From an optimization exercise on the open Yosys and OpenROAD flow, aimed at small area, a short achievable clock period and few clock cycles per item; shortcuts taken in it are not production practice.
Function was checked by simulation only, so behaviour that the tests miss may differ from the original.
Power and IR drop assume default switching activity.

==> flow/design.v (excerpt) <==
module qmx_unit (
    input  wire        clk,
    input  wire        rst_n,       
    input  wire        in_valid,
    output wire        in_ready,
    input  wire [31:0] in_data,     
    input  wire        in_act,      
    input  wire [3:0]  in_fmt,      
    input  wire        in_rz,       
    output wire        out_valid,
    input  wire        out_ready,
    output wire [31:0] out_word,    
    output wire        out_we       
);
==> flow/config.mk <==
export PLATFORM = sky130hd
export DESIGN_NAME = qmx_unit
export DESIGN_NICKNAME = qmx_unit
export VERILOG_FILES = /design/flow/design.v
export SDC_FILE = /design/flow/constraint.sdc
export NUM_CORES = 4
export LEC_CHECK = 0
export ABC_AREA = 1
export CAP_MARGIN = 20
export CORE_MARGIN = 2
export CORE_UTILIZATION = 40
export CTS_CLUSTER_DIAMETER = 70
export CTS_CLUSTER_SIZE = 24
export SLEW_MARGIN = 20
==> flow/constraint.sdc <==
create_clock -name core_clock -period 18.0 [get_ports {clk}]
set_input_delay 3.6000 -clock core_clock [delete_from_list [all_inputs] [get_ports {clk}]]
set_output_delay 3.6000 -clock core_clock [all_outputs]
set_load 0.01 [all_outputs]
standard.sh (not shown) runs the stock make flow with config.mk's settings and CLKGATE_MAP_FILE= SYNTH_SCRIPT=/design/flow/synth_recipe.tcl, a recipe that flattens the netlist after the stock synthesis.
==> flow/flow/run.sh <==
#!/bin/bash
set -euo pipefail
export BUFFER_PORTS_ARGS="-buffer_cell sky130_fd_sc_hd__buf_2"
export SETUP_SLACK_MARGIN=$(cat flow/setup_margin)
bash standard.sh > standard.log 2>&1
==> flow/flow/setup_margin <==
13.2
The starting point finished with timing, DRC and antenna clean.
Testbench counts at the start, summed over its fixed seeds: cycles 33,040, blocks 1,024.
==> next run, changes <==
--- a/flow/config.mk
+++ b/flow/config.mk
@@ -11,3 +11,3 @@
 export CORE_UTILIZATION = 40
-export CTS_CLUSTER_DIAMETER = 70
+export CTS_CLUSTER_DIAMETER = 100
 export CTS_CLUSTER_SIZE = 24
Result: The new run produced a clean layout; sequential cell count does not change; synthesized cell count stays the same; die area stays the same; design area is lower by 1.2%; sequential share of layout area is higher by 0.77 points; worst setup slack is better by 0.016 ns; routed wire length stays flat; synthesized area does not change; combinational power hardly moves.
==> next run, changes <==
--- a/flow/flow/run.sh
+++ b/flow/flow/run.sh
@@ -2,2 +2,6 @@
 set -euo pipefail
+rm -rf scripts_local
+cp -r "$FLOW_HOME/scripts" scripts_local
+cp flow/abc_area.script scripts_local/abc_area.script
+export SCRIPTS_DIR="$PWD/scripts_local"
 export BUFFER_PORTS_ARGS="-buffer_cell sky130_fd_sc_hd__buf_2"
==> flow/flow/abc_area.script (new file) <==
strash
dc2
dch -f
amap
strash
dch -f
amap
topo
buffer -c
Outcome: Global-route usage rises by 0.34 points. Hold slack hardly moves. Total power falls by 1.4%. First-iteration DRC count rises by 27%. Utilization rises by 1.6 points. Die area falls by 3.6%. Clock power falls by about 1%.
==> next run, changes <==
==> flow/flow/abc_area.script (replaced) <==
strash
dc2
dch -f
amap
strash
dch -f
amap
--- a/flow/config.mk
+++ b/flow/config.mk
@@ -11,2 +11,3 @@
 export CORE_UTILIZATION = 40
+export CTS_BUF_LIST = sky130_fd_sc_hd__clkbuf_8 sky130_fd_sc_hd__clkbuf_16
 export CTS_CLUSTER_DIAMETER = 100
Result: Maximum frequency went up by 1.1%. Global-route usage went down by 0.14 points. Clock power went up by about 0.7%. Non-clock buffer count went down by 6.
==> next run, changes <==
--- a/flow/config.mk
+++ b/flow/config.mk
@@ -11,3 +11,2 @@
 export CORE_UTILIZATION = 40
-export CTS_BUF_LIST = sky130_fd_sc_hd__clkbuf_8 sky130_fd_sc_hd__clkbuf_16
 export CTS_CLUSTER_DIAMETER = 100
Worst setup slack barely changes.
Combinational power hardly moves.
Die area is unchanged.
Cell area stays the same.
Power barely changes.

---

Starting RTL as in the previous note.
export LEC_CHECK = 0
export ABC_AREA = 1
export CAP_MARGIN = 20
export CORE_MARGIN = 2
export CORE_UTILIZATION = 40
export CTS_CLUSTER_DIAMETER = 100
export CTS_CLUSTER_SIZE = 30
export SLEW_MARGIN = 20
create_clock -name core_clock -period 18.0 [get_ports {clk}]
==> flow/flow/run.sh <==
#!/bin/bash
set -euo pipefail
export BUFFER_PORTS_ARGS="-buffer_cell sky130_fd_sc_hd__buf_2"
export SETUP_SLACK_MARGIN=$(cat flow/setup_margin)
bash standard.sh > standard.log 2>&1
Scripts as last shown in full above: flow/flow/setup_margin
The starting point passed the timing, DRC and antenna checks.
Testbench counts at the start, summed over its fixed seeds: cycles 33,040, blocks 1,024.
Edit:
==> flow/flow/setup_margin (replaced) <==
13.1
Settings changed: CTS_CLUSTER_SIZE 30 to 24.
Critical path depth is unchanged.
Global-route usage went up by 0.20 points.
Maximum frequency stays flat.
Power climbs by 4.3%.
Edit:
--- a/flow/flow/run.sh
+++ b/flow/flow/run.sh
@@ -2,2 +2,6 @@
 set -euo pipefail
+rm -rf scripts_local
+cp -r "$FLOW_HOME/scripts" scripts_local
+cp flow/abc_area.script scripts_local/abc_area.script
+export SCRIPTS_DIR="$PWD/scripts_local"
 export BUFFER_PORTS_ARGS="-buffer_cell sky130_fd_sc_hd__buf_2"
==> flow/flow/abc_area.script (new file) <==
strash
dc2
dch -f
amap
strash
dch -f
amap
==> flow/flow/setup_margin (replaced) <==
13.2
Settings changed: CTS_BUF_LIST set to sky130_fd_sc_hd__clkbuf_8, CTS_CLUSTER_DIAMETER 100 to 90, CTS_CLUSTER_SIZE 24 to 18.
First-iteration DRC count goes up by 9.8%.
Non-clock buffer count grows by 33.
Worst hold slack gets worse by 0.010 ns.
Power goes down by 6.3%.
Edit:
==> flow/flow/abc_area.script (replaced) <==
strash
dc2
dch -f
amap
strash
dch -f
amap
topo
stime -c
buffer -c
upsize -c
dnsize -c
Settings changed: CTS_BUF_LIST sky130_fd_sc_hd__clkbuf_8 to not set, CTS_CLUSTER_DIAMETER 90 to 100, CTS_CLUSTER_SIZE 18 to 24.
- The new run finished with timing, DRC and antenna clean
- power climbs by 5.5%
- register-to-register slack gets better by 0.04 ns
- core utilization drops by 0.57 points
- clock power climbs by 21%
- worst setup slack gets better by 0.079 ns

[static timing again, ports no longer ideal]
The flow's constraints put no driver on any port. The routed layouts listed below were extracted and timed again, unchanged, in two steps. Step 1 assumes that a clkbuf_16 drives the clock port and a buf_2 every other input. Step 2 times the ports against the registers' clock, not the clock port: input delays grow and output delays shrink by t, the midpoint of the rising clock arrivals with the driver on. a / b / c = ideal ports / drivers / drivers and shift; a / b = the first two.
| run | shift t [ns] | slack for setup (ns) | worst slew at a driven data input, ns |
|---|---|---|---|
| the first run of note 1 | 0.619 | 13.301 / 13.248 / 12.830 | 0.04 |
| the second run of note 1 | 0.605 | 13.316 / 13.264 / 12.841 | 0.04 |
| the third run of note 1 | 0.610 | 13.264 / 13.207 / 12.799 | 0.03 |
| the fourth run of note 1 | 0.609 | 13.314 / 13.258 / 12.840 | 0.04 |
| the fifth run of note 1 | 0.610 | 13.314 / 13.258 / 12.838 | 0.04 |
| the first run of note 2 | 0.660 | 13.250 / 13.194 / 12.825 | 0.04 |
| the second run of note 2 | 0.606 | 13.247 / 13.194 / 12.835 | 0.04 |
| the third run of note 2 | 0.689 | 13.196 / 13.145 / 12.778 | 0.04 |
| the fourth run of note 2 | 0.609 | 13.274 / 13.223 / 12.847 | 0.04 |
After both steps every run listed still meets setup and hold. The setup slack of the fifth run of note 1, which loses most, moves by -0.056 ns with the drivers and by -0.476 ns with both steps.
